Context: an optimization exercise on an open-source flow, tuned for small area and few clock cycles. The choices shown serve that exercise and are no tape-out recipe.
Only simulation tests tie the RTL to the original design; equivalence was not proved.
Power figures rest on the tool's default switching activity, not on a simulated workload.

==> flow/design.v (outline; a module is shown in full before it is edited, if it fits) <==
// module ferik_core: 224 lines
// module ferik_res: 59 lines
// module ferik_lu: 8 lines
// module ferik_bread: 30 lines
// module ferik_fread: 7 lines
// module ferik_mux128: 22 lines
// module ferik_mux4: 7 lines
// module ferik_fwrite: 21 lines
// module ferik_dec6: 18 lines
// module ferik_dec5: 21 lines
// module ferik_wread: 44 lines
// module ferik_add18: 34 lines
// module ferik_inc12: 14 lines
// module ferik_fa: 10 lines
// module ferik_ha: 9 lines
// module ferik_aoi222: 6 lines
// module ferik_nor2: 6 lines
// module ferik_ao22: 6 lines
// module ferik_aoi22: 6 lines
// module ferik_mul16: 646 lines
module ferik_core (
    input  wire         clk,
    input  wire         rst,             
    input  wire         start,           
    input  wire         insn_valid,
    input  wire [63:0]  insn,
    output wire         insn_ready,
    input  wire [63:0]  agreed,          
    input  wire [63:0]  avalid,          
    input  wire [3:0]   yflags,          
    input  wire [255:0] dwords,          
    input  wire [15:0]  z_dt,
    input  wire [15:0]  z_tcyc,
    input  wire [15:0]  z_cycle,
    input  wire [31:0]  z_now,
    output reg          rec_valid,
    output wire [63:0]  rec,
    output reg          done,
    output reg  [63:0]  misr,
    output wire [127:0] cmd              
);
  // ...
==> flow/flow/run.sh <==
#!/bin/bash
# Layout flow: the standard layout (standard.sh, with the standard synthesis unchanged),
# except that the port buffers are sky130_fd_sc_hd__buf_1 cells instead of the larger
# delay buffer buffer_ports picks by default. Every input and output port is still buffered.
set -euo pipefail
export BUFFER_PORTS_ARGS="-buffer_cell sky130_fd_sc_hd__buf_1"
bash standard.sh > standard.log 2>&1
==> flow/standard.sh <==
#!/bin/bash
# synth_recipe.tcl (not shown) runs the flow's synth.tcl, then flattens the netlist and writes it again
# the make line also repeats each setting of config.mk as NAME=value (left out here)
make -C /OpenROAD-flow-scripts/flow DESIGN_CONFIG=/design/flow/config.mk WORK_HOME=/design/flow/orfs CLKGATE_MAP_FILE= SYNTH_SCRIPT=/design/flow/synth_recipe.tcl "${@:-finish}"
==> flow/config.mk <==
export PLATFORM = sky130hd
export DESIGN_NAME = ferik_core
export DESIGN_NICKNAME = ferik_core
export VERILOG_FILES = /design/flow/design.v
export SDC_FILE = /design/flow/constraint.sdc
export NUM_CORES = 4
export LEC_CHECK = 0
export CAP_MARGIN = 20
export CORE_MARGIN = 2
export CORE_UTILIZATION = 50
export CTS_BUF_LIST = sky130_fd_sc_hd__clkbuf_8
export GPL_TIMING_DRIVEN = 0
export PLACE_DENSITY = 0.6
export SLEW_MARGIN = 20
export SYNTH_HIERARCHICAL = 1
==> flow/constraint.sdc <==
create_clock -name core_clock -period 15.0 [get_ports {clk}]
set_input_delay 3.0000 -clock core_clock [delete_from_list [all_inputs] [get_ports {clk}]]
set_output_delay 3.0000 -clock core_clock [all_outputs]
set_load 0.01 [all_outputs]
==> results.yml, run 1 <==
cells_and_area:
  n_fill_cell: 8614
  multi_input_comb_cells: 2797
  multi_input_area_share_pct: 42.26
  areaGrowthSynthToFinish_pct: 23.80
  stdcell_count: 6721
  clkCellAreaFrac_pct: 4.391
timing:
  slew_violations: 0
  fin_ws_ps: -78.30
  finalSetupViolations: 106
clocking:
  cts-root-buf: "clkbuf_8"
  cts_htree_levels: 4
  clk_latency_ps: 890
outcome:
  so_faults: "negative setup slack"
  run_status: "finished with violations"
placed_design:
  dp_hpwl_mm: 180.2
  placed_area_um2: 62010
  gp_congestion: 1.034
drt:
  drc_errors: 0
  wl_met2_mm: 107.5
worst_setup_path:
  end_kind: "flop"
  slowest_stage: "nor2_2"
  startpoint_type: "primary input"
global_route:
  grt_max_degree: 49
  met2_usage_pct: 63.32
  grt_pass1_vias: 46180
min_path:
  min_from: "misr[15]"
  whs_path_depth: 1
power_and_ir_drop:
  comb-power_uw: 1600
  p_per_area_nw_per_um2: 102.5
  p_clk_share_pct: 31.7
  p_switching_uw: 2179
yosys:
  synth_top_family_by_area: "compound AO/OA/AOI/OAI gates"
floorplan:
  placementRows: 121
Testbench counts, summed over its fixed seeds: cycles 18,235.
==> inputs of run 2 (changes only) <==
--- a/flow/config.mk
+++ b/flow/config.mk
@@ -8,7 +8,6 @@
 export CAP_MARGIN = 20
 export CORE_MARGIN = 2
 export CORE_UTILIZATION = 50
-export CTS_BUF_LIST = sky130_fd_sc_hd__clkbuf_8
 export GPL_TIMING_DRIVEN = 0
 export PLACE_DENSITY = 0.6
 export SLEW_MARGIN = 20
==> run 2 against run 1 <==
Against the previous run:
- still fails the layout checks on negative setup slack
- sequential share of layout area decreased by 0.28 points
- sequential power about the same
- sequential cell count unchanged
- hold slack worse by 6.8 ps
- global-route usage barely moved
- register-to-register slack better by 110 ps
- cell count fell by 1.4%
==> results.yml, run 2 <==
cells_and_area:
  final_cell_area_um2: 68090
  regMostFlops: "words"
  regArea_um2: 27100
  stdcell_count: 6629
  areaGrowthSynthToFinish_pct: 24.68
  layout_common_cells: "edfxtp_1 (871), buf_1 (768), a222oi_1 (592)"
  reg_top3: "words: 512 flops, cmd_q: 128 flops, flags: 128 flops"
  multi_input_area_um2: 28680
  nets: 5947
  n_fill_cell: 8516
  drive_gt1_share_pct: 22.56
  largest_reg_flops: 512
  layout_commonest_cell: "edfxtp_1"
worst_setup_path:
  path_class: "primary input to flop"
  cp_data_required_time_ps: 15350
  timing.critical_path.mode_cell: "fa_1"
  end_kind: "flop"
  cp_data_arrival_time_ps: 15380
  startpoint_type: "primary input"
  crit_fanout: 17
  slowest_stage: "nor2_2"
  slowest_delay_ps: 820
floorplan:
  die_h_um: 334.5
  ioPinCount: 795
  start_util_pct: 50.31
  core_um2: 108600
  die-area_um2: 111900
  die_x_um: 334.5
  placementRows: 121
yosys:
  synth_top_area_share_pct: 47.89
  syn_area_um2: 54620
  ys_seq_elements: 918
  yosysMostFrequentCell: "edfxtp_1"
  ys_seq_area_share_pct: 49.61
  dominantRegCellSynth: "edfxtp_1"
  yosysUniqueCellTypes: 89
  synth_edf_count: 871
  yosysTopAreaCell: "edfxtp_1"
  ys_warn_count: 8
  synthTopCellsByArea: "edfxtp_1 (48%), a222oi_1 (11%), fa_1 (9.8%)"
  async_flop_share_pct: 0
  synth_common_cells: "edfxtp_1 (871), a222oi_1 (592), nand2_1 (378), nor2_1 (327), fa_1 (266)"
  avgSynthCellArea_um2: 14.10
  synthCells: 3874
global_route:
  grt_pass1_vias: 45850
  busiest_layer: "met2"
  grt_usage_pct: 43.87
  grt.overflow.total: 0
  grtUsageMet1_pct: 55.20
  met3_usage_pct: 19.45
  grt_max_degree: 49
  met2_usage_pct: 63.33
  antenna_found_initial: 67
  grt_pass1_wl_mm: 343.9
drt:
  drt-initial-drc-count: 10950
  routed_wl_mm: 252.0
  ant_nets: 0
  routedWlPerCell_um: 38.02
  first_pass_iters: 17
  vias: 48810
  drc_errors: 0
  via_per_inst: 7.364
placed_design:
  numPlacedInstances: 6236
  dp_hpwl_mm: 180.2
  dpl_worst_slack_ps: -4552
  numPortBuffers: 785
  placed_area_um2: 62010
  gp_congestion: 1.034
clocking:
  clockBufferDepth: 3
  clk_pin_slew_ps: 70
  clk_latency_ps: 710
  numClockSinks: 918
  cts_made_buffers: 95
  cts_htree_levels: 3
  cts_tree: "built"
  postCtsHoldBufs: 0
  cts-root-buf: "clkbuf_16"
timing:
  worstMarginPinSlew_ps: 1351
  max_clock_freq_mhz: 66.52
  fin_ws_ps: -32.32
  fin_crit_ps: 15030
  fin_skew_ps: 40.47
  slew_violations: 0
  max-slew-margin-rel_pct: 9.903
  finalSetupViolations: 27
  finalHoldViolations: 0
  tns_ps: -511.2
  period_share_pct: 100.2
power_and_ir_drop:
  irDropWorstVdd_mv: 0.08908
  power.leakage_uw: 0.02169
  p_int_uw: 4980
  p_clk_share_pct: 33.4
  p_per_area_nw_per_um2: 104.6
  p_switching_uw: 2144
  switching_share_pct: 30.09
  comb_power_share_pct: 22.6
  seqPwrFrac_pct: 44.0
job:
  max-cap-violations: 0
min_path:
  worstHoldPathType: "flop to flop"
outcome:
  run_status: "finished with violations"
  so_faults: "negative setup slack"
==> run 2: cell counts after synthesis <==
Identical to the previous run, type by type.
==> run 2: worst paths after layout <==
| kind | cells past startpoint | start | end | slack [ps] |
|---|---|---|---|---|
| worst min-delay path | 1 | misr[15] | misr[16] | 530 |
| worst max register to register | 33 | words[338] | words[106] | 3430 |
| worst min register to register | 1 | misr[15] | misr[16] | 530 |
| worst max-delay path | 36 | insn[30] | words[106] | -30 |
==> run 2: cell families after synthesis <==
logic type	Yosys count	share of synthesized area (%)
AND/OR/NAND/NOR	1192	10.91
other	4	0.02748
adder cells (fa/ha/maj)	319	10.96
buffers and inverters	199	1.592
XOR/XNOR	159	2.550
AO/OA/AOI/OAI	781	13.26
flip-flops	918	49.61
multiplexers	302	11.08
==> run 2: cell type report <==
class | count | share of cell area [%]
Antenna cell | 42 | 0.1543
Inverter | 86 | 0.4796
Tap cell | 1414 | 2.598
Clock buffer | 118 | 3.754
Buffer | 107 | 0.9702
Multi-Input combinational cell | 2797 | 42.12
Sequential cell | 918 | 39.79
Clock inverter | 60 | 0.8213
Timing Repair Buffer | 1087 | 9.309
==> run 2: power groups by stage <==
stage / Sequential (uW) / Combinational, uW / Clock, uW
after floorplan: 3180 / 765 / 0
after global placement: 3180 / 1310 / 0
after detailed placement: 3180 / 1370 / 0
after CTS: 3130 / 1510 / 2390
after global routing: 3150 / 1680 / 2490
final: 3130 / 1610 / 2380
==> run 2: layer usage <==
layer | vias up | wire, um | share of wire [%]
met5 | - | 316 | 0.13
met4 | 44 | 17050 | 6.8
met3 | 884 | 41880 | 17
met2 | 4387 | 108100 | 43
met1 | 24480 | 84660 | 34
li1 | 19010 | - | -
==> run 2: modules after synthesis (local to each module, per instance), excerpt <==
module        times used  flops+latches  cells inside  cell area, um^2
ferik_aoi222         592              0             1            10.01
ferik_ha              22              0             1            12.51
ferik_add18            1              0            34            320.3
ferik_dec5             1              0            18            98.84
ferik_mux128           5              0             1            15.01
ferik_lu              16              0             1            22.52
ferik_fwrite           1              0            36            225.2
ferik_aoi22           16              0             1            12.51
ferik_bread            2              0            21            171.4
ferik_mul16            1              0           455             2380
ferik_res              1              0           109            680.7
ferik_nor2           224              0             1            3.754
ferik_fa             266              0             1            20.02
==> run 2: what timing repair did <==
item	CTS	global route
cloned	19	2
pin swaps	75	65
setup endpoints to repair	544	544
setup buffers	94	64
gates resized for setup	179	134
==> run 2: per-stage QoR <==
| step | power (uW) | hold WS (ps) | utilization (%) |
|---|---|---|---|
| after global routing | 7317 | 547.4 | 62.70 |
| after CTS | 7036 | 530.1 | 61.63 |
| final | 7124 | 528.9 | 62.73 |
| after detailed placement | 4557 | 519.8 | 57.12 |
| after floorplan | 3948 | 493.0 | - |
| after global placement | 4494 | 517.1 | 54.83 |
==> run 2: worst max-delay path, delay by kind of cell <==
family / cells / cell delay (ps)
compound gates: 5 / 1340
simple gates: 13 / 4400
mux: 1 / 210
buf+inv: 7 / 2180
fa+ha+maj: 10 / 4170
==> inputs of run 3 (changes only) <==
--- a/flow/config.mk
+++ b/flow/config.mk
@@ -7,8 +7,10 @@
 export LEC_CHECK = 0
 export CAP_MARGIN = 20
 export CORE_MARGIN = 2
-export CORE_UTILIZATION = 50
+export CORE_UTILIZATION = 45
+export CTS_BUF_LIST = sky130_fd_sc_hd__clkbuf_8
 export GPL_TIMING_DRIVEN = 0
-export PLACE_DENSITY = 0.6
+export PLACE_DENSITY = 0.55
+export SETUP_SLACK_MARGIN = 0.8
 export SLEW_MARGIN = 20
 export SYNTH_HIERARCHICAL = 1
==> run 3 against run 2 <==
Against the previous run:
- the run now finishes clean
- combinational power grew 6%
- first-iteration DRC count shrank 4.8%
- clock skew grew 8.1 ps
- clock power shrank 12%
- sequential cell count is the same
- count of clock-buffer cells in the layout grew 48
- critical endpoint is now misr[15]
- total power shrank 2.5%
- via count grew 0.87%
==> results.yml, run 3 <==
worst_setup_path:
  end_kind: "flop"
  startpoint_type: "primary input"
  cp_data_required_time_ps: 15580
  path_class: "primary input to flop"
  slowest_stage: "or4_4"
  cp_data_arrival_time_ps: 15270
  crit_fanout: 8
  slowest_delay_ps: 770
yosys:
  synth-simple-area-share_pct: 10.91
  async_flop_share_pct: 0
  synth_compound_area_share_pct: 13.26
  avgSynthCellArea_um2: 14.10
  syn_area_um2: 54620
  synth_top_area_share_pct: 47.89
  ys_seq_area_share_pct: 49.61
  ys_seq_elements: 918
  ys_warn_count: 8
  yosys.area_share.adder_pct: 10.96
  synthCells: 3874
  muxShareOfSynthArea_pct: 11.08
  synthTopCellsByArea: "edfxtp_1 (48%), a222oi_1 (11%), fa_1 (9.8%)"
  synth_top_family_by_area: "compound AO/OA/AOI/OAI gates"
  synth_edf_count: 871
  synth_common_cells: "edfxtp_1 (871), a222oi_1 (592), nand2_1 (378), nor2_1 (327), fa_1 (266)"
  dominantRegCellSynth: "edfxtp_1"
  yosysMostFrequentCell: "edfxtp_1"
  yosysUniqueCellTypes: 89
  synthXorXnorAreaFrac_pct: 2.550
  yosysTopAreaCell: "edfxtp_1"
drt:
  topRoutingLayerUsed: "met5"
  drt-initial-drc-count: 10430
  dr_wl_met3_mm: 43.12
  routed_wl_mm: 267.2
  ant_nets: 0
  wl_met2_mm: 114.2
  routedWlPerCell_um: 38.18
  via_per_inst: 7.034
  vias: 49240
  drc_errors: 0
  first_pass_iters: 22
  wl_met1_mm: 91.41
power_and_ir_drop:
  p_per_area_nw_per_um2: 99.91
  irDropWorstVdd_mv: 0.05862
  finalPower_uw: 6944
  power.leakage_uw: 0.02263
cells_and_area:
  drive_gt1_share_pct: 24.74
  layout_common_cells: "edfxtp_1 (871), buf_1 (766), a222oi_1 (592)"
  areaGrowthSynthToFinish_pct: 27.25
  regMostFlops: "words"
  final_cell_area_um2: 69500
  regArea_um2: 27100
  nets: 6081
  utilization_pct: 57.85
  n_fill_cell: 10160
  multi_input_area_um2: 29180
  reg_top3: "words: 512 flops, cmd_q: 128 flops, flags: 128 flops"
  largest_reg_flops: 512
  layout_commonest_cell: "edfxtp_1"
clocking:
  clk_latency_ps: 890
  cts_htree_levels: 4
  cts_made_buffers: 153
  postCtsHoldBufs: 0
  numClockSinks: 918
  cts-root-buf: "clkbuf_8"
  clockBufferDepth: 3
  clk_pin_slew_ps: 60
  cts_tree: "built"
global_route:
  grt_usage_pct: 41.31
  antenna_found_initial: 64
  grt_pass1_vias: 47090
  grt.overflow.total: 0
  grt_pass1_wl_mm: 359.2
  grt_max_degree: 45
outcome:
  run_status: "timing/DRC/antenna clean"
timing:
  finalSetupViolations: 0
  max_clock_freq_mhz: 68.04
  max-slew-margin-rel_pct: 16.83
  rsz0062_at_grt: "yes"
  worstMarginPinSlew_ps: 1242
  fin_crit_ps: 14700
  fin_skew_ps: 48.54
  fin_ws_ps: 302.3
  slew_violations: 0
  period_share_pct: 97.98
  finalHoldViolations: 0
floorplan:
  die-area_um2: 124200
  start_util_pct: 45.46
  die_x_um: 352.4
  die_h_um: 352.4
  ioPinCount: 795
  core_um2: 120100
  placementRows: 127
placed_design:
  placed_area_um2: 62580
  dp_hpwl_mm: 189.2
  dpl_worst_slack_ps: -3614
  numPortBuffers: 785
  gp_congestion: 1.093
job:
  max-cap-violations: 0
min_path:
  worstHoldPathType: "flop to flop"
-- run 3: where the power goes --
part           switching [uW]  total [uW]  internal [uW]
logic                    1050        1710            663
clock network            1060        2100           1040
registers                89.9        3130           3040
total                    2200        6940           4740
-- run 3: cells by family after synthesis --
logic type	count (synthesis)
adders and majority gates	319
AOI/OAI and AO/OA	781
and+or+nand+nor	1192
DFF	918
buffers and inverters	199
muxes	302
other	4
xor gates and xnor gates	159
-- run 3: cell type report --
type	instances	share of cell area, %
multi-input cells	2808	41.98
flip-flops and latches	918	38.99
repair buffers	1146	10.40
clock buffers	166	3.287
well taps	1612	2.902
plain buffers	113	1.057
clock inverters	107	0.7597
inverters	86	0.4717
diodes	44	0.1584
-- run 3: per-module statistics from Yosys, one instance, submodules excluded, excerpt --
module | flops+latches | cell area (um^2) | cells | copies in the design
ferik_add18 | 0 | 320.3 | 34 | 1
ferik_aoi22 | 0 | 12.51 | 1 | 16
ferik_ha | 0 | 12.51 | 1 | 22
ferik_mul16 | 0 | 2380 | 455 | 1
ferik_nor2 | 0 | 3.754 | 1 | 224
ferik_res | 0 | 680.7 | 109 | 1
-- run 3: metrics by stage --
stage	setup TNS (ps)	hold WS, ps	std cells
detailed placement	-1696000	519.9	6429
finish	0	535.3	7000
global route	0	558.4	6977
CTS	0	534.9	6856
floorplan	0	493.0	3897
global placement	-5558290	511.5	6294
-- run 3: critical path, delay by kind of cell --
| kind | cells | cell delay (ps) |
|---|---|---|
| adders and majority gates | 10 | 4120 |
| xor gates and xnor gates | 1 | 280 |
| buffers and inverters | 11 | 1660 |
| and+or+nand+nor | 17 | 4010 |
| muxes | 2 | 550 |
| AOI/OAI and AO/OA | 6 | 1590 |
-- run 3: final timing paths --
check	start	endpoint	slack, ps	cells past startpoint
worst max-delay path	insn[61]	misr[15]	300	47
worst min-delay path	misr[61]	misr[62]	540	1
worst max register to register	words[195]	misr[15]	3360	37
worst min register to register	misr[61]	misr[62]	540	1
-- run 3: repair_timing --
item,CTS,global route
gates resized for setup,216,136
hold endpoints to repair,0,0
gates cloned,18,15
endpoints found under the setup margin,544,544
pin swaps,99,89
setup buffers,136,85
-- run 3: routing by layer --
layer	vias up	track usage, %
met4	28	22.93
met2	4188	60.42
li1	19340	-
met5	-	1.269
met1	24820	50.33
met3	868	19.32
==> inputs of run 4 (changes only) <==
--- a/flow/config.mk
+++ b/flow/config.mk
@@ -9,7 +9,7 @@
 export CORE_MARGIN = 2
 export CORE_UTILIZATION = 45
 export CTS_BUF_LIST = sky130_fd_sc_hd__clkbuf_8
-export GPL_TIMING_DRIVEN = 0
+export GPL_TIMING_DRIVEN = 1
 export PLACE_DENSITY = 0.55
 export SETUP_SLACK_MARGIN = 0.8
 export SLEW_MARGIN = 20
==> run 4 against run 3 <==
Against the previous run:
- cell count fell by 1.8%
- highest routed layer unchanged
- critical endpoint is now misr[12]
- largest power group unchanged
- utilization down 2.9 points
- critical path depth increased by 3
==> results.yml, run 4 <==
placed_design:
  numPortBuffers: 786
  dp_hpwl_mm: 199.0
  gp_congestion: 1.092
  dpl_worst_slack_ps: -184.9
cells_and_area:
  largest_reg_flops: 512
  n_fill_cell: 10430
  layout_commonest_cell: "edfxtp_1"
  nets: 5958
  utilization_pct: 54.93
  reg_top3: "words: 512 flops, cmd_q: 128 flops, flags: 128 flops"
  areaGrowthSynthToFinish_pct: 20.82
  layout_common_cells: "edfxtp_1 (871), buf_1 (775), a222oi_1 (592)"
  drive_gt1_share_pct: 20.55
  regMostFlops: "words"
floorplan:
  start_util_pct: 45.46
  ioPinCount: 795
  placementRows: 127
  die_h_um: 352.4
  core_um2: 120100
  die-area_um2: 124200
  die_x_um: 352.4
yosys:
  synth_top_family_by_area: "compound AO/OA/AOI/OAI gates"
  avgSynthCellArea_um2: 14.10
  syn_area_um2: 54620
  dominantRegCellSynth: "edfxtp_1"
  synth-simple-area-share_pct: 10.91
  synth_common_cells: "edfxtp_1 (871), a222oi_1 (592), nand2_1 (378), nor2_1 (327), fa_1 (266)"
  synthCells: 3874
  yosysUniqueCellTypes: 89
  async_flop_share_pct: 0
  yosys.area_share.adder_pct: 10.96
  synthTopCellsByArea: "edfxtp_1 (48%), a222oi_1 (11%), fa_1 (9.8%)"
  muxShareOfSynthArea_pct: 11.08
  ys_warn_count: 8
  ys_seq_elements: 918
  ys_seq_area_share_pct: 49.61
  synth_edf_count: 871
  synth_top_area_share_pct: 47.89
  synthXorXnorAreaFrac_pct: 2.550
  synth_compound_area_share_pct: 13.26
  yosysTopAreaCell: "edfxtp_1"
  yosysMostFrequentCell: "edfxtp_1"
worst_setup_path:
  slowest_delay_ps: 850
  path_class: "primary input to flop"
  startpoint_type: "primary input"
  timing.critical_path.mode_cell: "fa_1"
  crit_fanout: 16
  cp_data_required_time_ps: 15600
  cp_data_arrival_time_ps: 14600
  end_kind: "flop"
  slowest_stage: "nor3_4"
global_route:
  grt_usage_pct: 40.93
  grt_max_degree: 129
  grt_pass1_wl_mm: 356.7
  antenna_found_initial: 50
  grt.overflow.total: 0
  grt_pass1_vias: 45710
drt:
  drc_errors: 0
  topRoutingLayerUsed: "met5"
  routedWlPerCell_um: 37.88
  first_pass_iters: 14
  dr_wl_met3_mm: 36.07
  wl_met2_mm: 111.7
  wl_met1_mm: 97.58
  via_per_inst: 6.977
  drt-initial-drc-count: 10330
  vias: 47950
  ant_nets: 0
  routed_wl_mm: 260.3
power_and_ir_drop:
  irDropWorstVdd_mv: 0.1001
  p_clk_share_pct: 32.2
  switching_share_pct: 30.95
  comb_power_share_pct: 22.6
  p_per_area_nw_per_um2: 105.5
  p_switching_uw: 2154
  finalPower_uw: 6960
  power.leakage_uw: 0.02135
  seqPwrFrac_pct: 45.2
  p_int_uw: 4806
clocking:
  cts-root-buf: "clkbuf_8"
  numClockSinks: 918
  clockBufferDepth: 3
  cts_tree: "built"
  cts_htree_levels: 4
  clk_latency_ps: 900
  cts_made_buffers: 156
  clk_pin_slew_ps: 60
timing:
  fin_ws_ps: 998.9
  hold_slack_ps: 548.6
  finalHoldViolations: 0
  max_clock_freq_mhz: 71.42
  fin_skew_ps: 39.62
  period_share_pct: 93.34
  max-slew-margin-rel_pct: 20.71
  rsz0062_at_grt: "no"
  tns_ps: 0
  worstMarginPinSlew_ps: 1184
  finalSetupViolations: 0
  slew_violations: 0
  fin_crit_ps: 14000
min_path:
  worstHoldPathType: "flop to flop"
job:
  max-cap-violations: 0
outcome:
  run_status: "timing/DRC/antenna clean"
==> run 4: cell counts after synthesis <==
Identical to the previous run, type by type.
==> run 4: through the flow <==
step	cells	cell area (um^2)
after floorplan	3897	55050
final	6872	65980
after global placement	6543	62500
after CTS	6830	65630
after global routing	6861	65960
after detailed placement	6544	62560
==> run 4: power by group through the flow <==
stage | Combinational [uW] | Sequential (uW) | Clock [uW]
floorplan | 773 | 3180 | 0
global placement | 1500 | 3180 | 0
detailed placement | 1490 | 3190 | 0
CTS | 1500 | 3140 | 2270
global route | 1660 | 3160 | 2380
finish | 1570 | 3140 | 2240
==> run 4: what timing repair did <==
item,in CTS,in global routing
endpoints found under the setup margin,29,544
hold buffers,0,0
resized for setup,0,37
gates cloned,0,1
hold endpoints to repair,0,0
buffers inserted,1,11
pin swaps,1,30
==> run 4: final cells by class <==
type	count	area (um^2)	share of cell area (%)
clock buffer	164	2257	3.421
tap	1612	2017	3.057
inverter	86	322.8	0.4892
multi-input combinational	2780	27400	41.52
clock inverter	121	787.0	1.193
sequential	918	27100	41.06
antenna	30	75.07	0.1138
timing repair buffer	1161	6032	9.142
==> run 4: critical path: cells and delay by family <==
family / cells / cell delay [ps]
adders and majority gates: 10 / 4120
and+or+nand+nor: 19 / 3860
AOI/OAI and AO/OA: 9 / 1990
buffers and inverters: 11 / 1480
xor gates and xnor gates: 1 / 120
==> run 4: per-module statistics from Yosys (local to each module, per instance), excerpt <==
module / cells / flops+latches / times used / cell area [um^2]
ferik_add18: 34 / 0 / 1 / 320.3
ferik_aoi22: 1 / 0 / 16 / 12.51
ferik_aoi222: 1 / 0 / 592 / 10.01
ferik_bread: 21 / 0 / 2 / 171.4
ferik_core: 1423 / 918 / 1 / 30380
ferik_dec5: 18 / 0 / 1 / 98.84
ferik_dec6: 24 / 0 / 1 / 153.9
ferik_fwrite: 36 / 0 / 1 / 225.2
ferik_ha: 1 / 0 / 22 / 12.51
ferik_lu: 1 / 0 / 16 / 22.52
ferik_mul16: 455 / 0 / 1 / 2380
ferik_mux128: 1 / 0 / 5 / 15.01
ferik_mux4: 1 / 0 / 210 / 22.52
ferik_nor2: 1 / 0 / 224 / 3.754
ferik_res: 109 / 0 / 1 / 680.7
==> run 4: final timing paths <==
path                   from  endpoint  slack, ps  depth (start not counted)
setup / recovery   insn[61]  misr[12]       1000                         50
hold / removal     misr[61]  misr[62]        550                          1
setup reg to reg  words[96]  misr[12]       4150                         38
hold reg to reg    misr[61]  misr[62]        550                          1
==> run 4: layer usage <==
| metal | vias up | track usage, % |
|---|---|---|
| li1 | 19020 | - |
| met1 | 24330 | 55.00 |
| met2 | 3988 | 59.79 |
| met3 | 579 | 13.77 |
| met4 | 36 | 19.49 |
| met5 | - | 0 |
==> run 4: cell families (layout without fill, tap and decap cells) <==
group	count (synthesis)	after routing
buf+inv	199	1532
fa+ha+maj	319	319
other cells	4	57
simple gates	1192	1192
mux	302	302
compound gates	781	781
flops	918	918
xor+xnor	159	159
==> inputs of run 5 (changes only) <==
--- a/flow/config.mk
+++ b/flow/config.mk
@@ -11,6 +11,6 @@
 export CTS_BUF_LIST = sky130_fd_sc_hd__clkbuf_8
 export GPL_TIMING_DRIVEN = 1
 export PLACE_DENSITY = 0.55
-export SETUP_SLACK_MARGIN = 0.8
+export SETUP_SLACK_MARGIN = 0.5
 export SLEW_MARGIN = 20
 export SYNTH_HIERARCHICAL = 1
==> run 5 against run 4 <==
Against the previous run:
- combinational power barely moved
- register-to-register slack got worse by 220 ps
- critical path depth fell by 9
- global-route usage fell by 0.57 points
- non-clock buffer count fell by 4
- clock power barely moved
- synthesized cell count did not move
- sequential cell count did not move
- sequential power barely moved
==> results.yml, run 5 <==
outcome:
  run_status: "timing/DRC/antenna clean"
worst_setup_path:
  end_kind: "flop"
  r2r_cells: 39
  slowest_stage: "or4_4"
  reg2reg_slack_ps: 3930
  startpoint_type: "primary input"
  slowest_delay_ps: 770
  path_class: "primary input to flop"
  cp_data_required_time_ps: 15570
  cp_data_arrival_time_ps: 15030
  critPathTopFamily: "adder cells"
  crit_fanout: 34
  rr_startpoint: "words[99]"
  crit_buf_inv: 6
  timing.critical_path.mode_cell: "fa_1"
  rr_endpoint: "words[208]"
power_and_ir_drop:
  switching_share_pct: 30.93
  p_clk_share_pct: 32.1
  irDropWorstVdd_mv: 0.08391
  comb_power_share_pct: 22.3
  seqPwrFrac_pct: 45.6
  p_int_uw: 4763
  power.leakage_uw: 0.02127
  p_per_area_nw_per_um2: 104.8
  p_switching_uw: 2132
yosys:
  avgSynthCellArea_um2: 14.10
  synth_edf_count: 871
  synthTopCellsByArea: "edfxtp_1 (48%), a222oi_1 (11%), fa_1 (9.8%)"
  synth_top_area_share_pct: 47.89
  ys_seq_elements: 918
  async_flop_share_pct: 0
  yosysMostFrequentCell: "edfxtp_1"
  yosysTopAreaCell: "edfxtp_1"
  syn_area_um2: 54620
  dominantRegCellSynth: "edfxtp_1"
  synthCells: 3874
  ys_seq_area_share_pct: 49.61
  synth_common_cells: "edfxtp_1 (871), a222oi_1 (592), nand2_1 (378), nor2_1 (327), fa_1 (266)"
  yosysUniqueCellTypes: 89
  ys_warn_count: 8
clocking:
  cts-root-buf: "clkbuf_8"
  numClockSinks: 918
  cts_htree_levels: 4
  clockBufferDepth: 3
  cts_tree: "built"
  cts_made_buffers: 160
  postCtsHoldBufs: 0
  clk_latency_ps: 910
  clk_pin_slew_ps: 60
timing:
  slew_violations: 0
  fin_crit_ps: 14460
  rsz0062_at_grt: "no"
  period_share_pct: 96.40
  fin_skew_ps: 52.16
  finalHoldViolations: 0
  finalSetupViolations: 0
  max_clock_freq_mhz: 69.15
  max-slew-margin-rel_pct: 15.30
  worstMarginPinSlew_ps: 1265
drt:
  ant_nets: 0
  via_per_inst: 6.913
  vias: 47540
  routedWlPerCell_um: 37.25
  drc_errors: 0
  routed_wl_mm: 256.2
  drt-initial-drc-count: 10040
  first_pass_iters: 13
floorplan:
  ioPinCount: 795
  placementRows: 127
  core_um2: 120100
  start_util_pct: 45.46
  die_h_um: 352.4
  die_x_um: 352.4
  die-area_um2: 124200
cells_and_area:
  layout_commonest_cell: "edfxtp_1"
  largest_reg_flops: 512
  nets: 5958
  regArea_um2: 27100
  drive_gt1_share_pct: 20.22
  areaGrowthSynthToFinish_pct: 20.45
  regMostFlops: "words"
  layout_common_cells: "edfxtp_1 (871), buf_1 (774), a222oi_1 (592)"
  n_fill_cell: 10510
  reg_top3: "words: 512 flops, cmd_q: 128 flops, flags: 128 flops"
  final_cell_area_um2: 65790
  utilization_pct: 54.76
  multi_input_area_um2: 27320
  stdcell_count: 6877
placed_design:
  gp_congestion: 1.072
  dp_hpwl_mm: 198.1
  numPlacedInstances: 6549
  placed_area_um2: 62530
  numPortBuffers: 786
global_route:
  grt_usage_pct: 40.37
  grt_pass1_wl_mm: 353.1
  antenna_found_initial: 48
  grt_pass1_vias: 45670
  grt_max_degree: 129
  grt.overflow.total: 0
min_path:
  whs_path_depth: 1
  worstHoldPathType: "flop to flop"
  worstHoldEndpoint: "rec_hi[46]"
  min_from: "ncommit[11]"
job:
  max-cap-violations: 0
## run 5: cell counts after synthesis
Identical to the previous run, type by type.
## run 5: power groups by stage
stage	sequential [uW]	combinational [uW]	clock [uW]
after CTS	3140	1500	2230
after floorplan	3180	769	0
after global placement	3190	1490	0
final	3140	1540	2210
after detailed placement	3190	1490	0
after global routing	3160	1640	2350
## run 5: worst max path at each step
stage,startpoint,to,slack (ps),cells past startpoint
final,insn[61],words[208],540,41
after global routing,insn[61],misr[5],510,42
after CTS,insn[61],misr[2],570,42
after global placement,insn[61],misr[3],-230,43
after floorplan,insn[62],misr[0],330,42
after detailed placement,insn[61],misr[2],-360,42
## run 5: metrics by stage
stage | hold slack [ps] | TNS [ps] | total power (uW) | setup slack [ps]
after global placement | 514.5 | -55880 | 4677 | -225.9
after global routing | 549.0 | 0 | 7145 | 509.6
final | 533.3 | 0 | 6895 | 539.7
after detailed placement | 522.3 | -104740 | 4680 | -361.5
after CTS | 535.2 | 0 | 6869 | 568.7
after floorplan | 493.0 | 0 | 3953 | 329.9
## run 5: kinds of logic (layout without fill, tap and decap cells)
group / Yosys count / after routing / share of synthesized area [%]
AO/OA/AOI/OAI: 781 / 781 / 13.26
XOR/XNOR: 159 / 159 / 2.550
adder cells (fa/ha/maj): 319 / 319 / 10.96
buffers and inverters: 199 / 1535 / 1.592
flip-flops: 918 / 918 / 49.61
multiplexers: 302 / 302 / 11.08
other: 4 / 59 / 0.02748
AND/OR/NAND/NOR: 1192 / 1192 / 10.91
## run 5: routing by layer
| metal | track usage (%) | vias up | wire, um |
|---|---|---|---|
| met5 | 0 | - | 231 |
| met4 | 18.66 | 34 | 14600 |
| met3 | 13.84 | 621 | 33310 |
| met2 | 60.22 | 3621 | 111800 |
| met1 | 53.16 | 24250 | 96300 |
| li1 | - | 19020 | - |
## run 5: worst reg2reg max path, delay by kind of cell (launching register included)
kind,cells,cell delay (ps)
and+or+nand+nor,13,2880
AOI/OAI and AO/OA,8,1750
DFF,1,400
xor gates and xnor gates,2,360
adders and majority gates,10,4330
buffers and inverters,6,1060
## run 5: Yosys stat by module (local to each module, per instance), a selection
module,times used,flip-flops and latches,cell area [um^2],cells
ferik_bread,2,0,171.4,21
ferik_res,1,0,680.7,109
ferik_inc12,2,0,3.754,1
ferik_nor2,224,0,3.754,1
ferik_fa,266,0,20.02,1
ferik_mux128,5,0,15.01,1
ferik_ha,22,0,12.51,1
ferik_core,1,918,30380,1423
ferik_fwrite,1,0,225.2,36
ferik_lu,16,0,22.52,1
ferik_dec5,1,0,98.84,18
ferik_mul16,1,0,2380,455
## run 5: final cells by class
type / instances / share of cell area, %
sequential: 918 / 41.19
antenna: 32 / 0.1217
inverter: 86 / 0.4907
timing repair buffer: 1157 / 9.034
clock inverter: 125 / 1.073
multi-input combinational: 2780 / 41.53
clock buffer: 167 / 3.494
tap: 1612 / 3.066
## run 5: what timing repair did
item / CTS / global route
endpoints found under the setup margin: 0 / 544
setup buffers: 0 / 3
resized for setup: 0 / 26

==> port drivers added, routing unchanged <==
The flow's constraints put no driver on any port. The routed layouts listed below were extracted and timed again, unchanged, in two steps.
Step 1 (the two cells are an assumption about what drives the block):
set clk [get_ports {clk}]
set_driving_cell -lib_cell sky130_fd_sc_hd__clkbuf_16 $clk
set_driving_cell -lib_cell sky130_fd_sc_hd__buf_2 [delete_from_list [all_inputs] $clk]
Step 2 moves the port delays by t, midway between the first and last clock arrival at a register: inputs arrive t later, outputs are due t later. That takes back most of the time a late clock gives input paths.
Slacks: no drivers / after step 1 / after step 2; pairs: no drivers / after step 1.
| run | t (ns) | setup slack, ns | hold WS [ns] | worst setup path after step 2 | worst data-port slew with drivers (ns) |
|---|---|---|---|---|---|
| run 1 | 0.938 | -0.078 / -0.073 / -1.010 | 0.536 / 0.536 / 0.536 | input to register | 0.26 |
| run 2 | 0.770 | -0.032 / -0.047 / -0.817 | 0.529 / 0.529 / 0.529 | input to register | 0.27 |
| run 3 | 0.938 | 0.302 / 0.236 / -0.702 | 0.535 / 0.535 / 0.535 | input to register | 0.30 |
| run 4 | 0.950 | 0.999 / 1.032 / 0.083 | 0.549 / 0.549 / 0.549 | input to register | 0.21 |
| run 5 | 0.959 | 0.540 / 0.581 / -0.378 | 0.533 / 0.533 / 0.533 | input to register | 0.20 |
Met with ideal ports but missed after step 2: setup timing in run 3 and run 5. The setup slack of run 3, which loses most, moves by -0.066 ns with the drivers and by -1.004 ns with both steps.
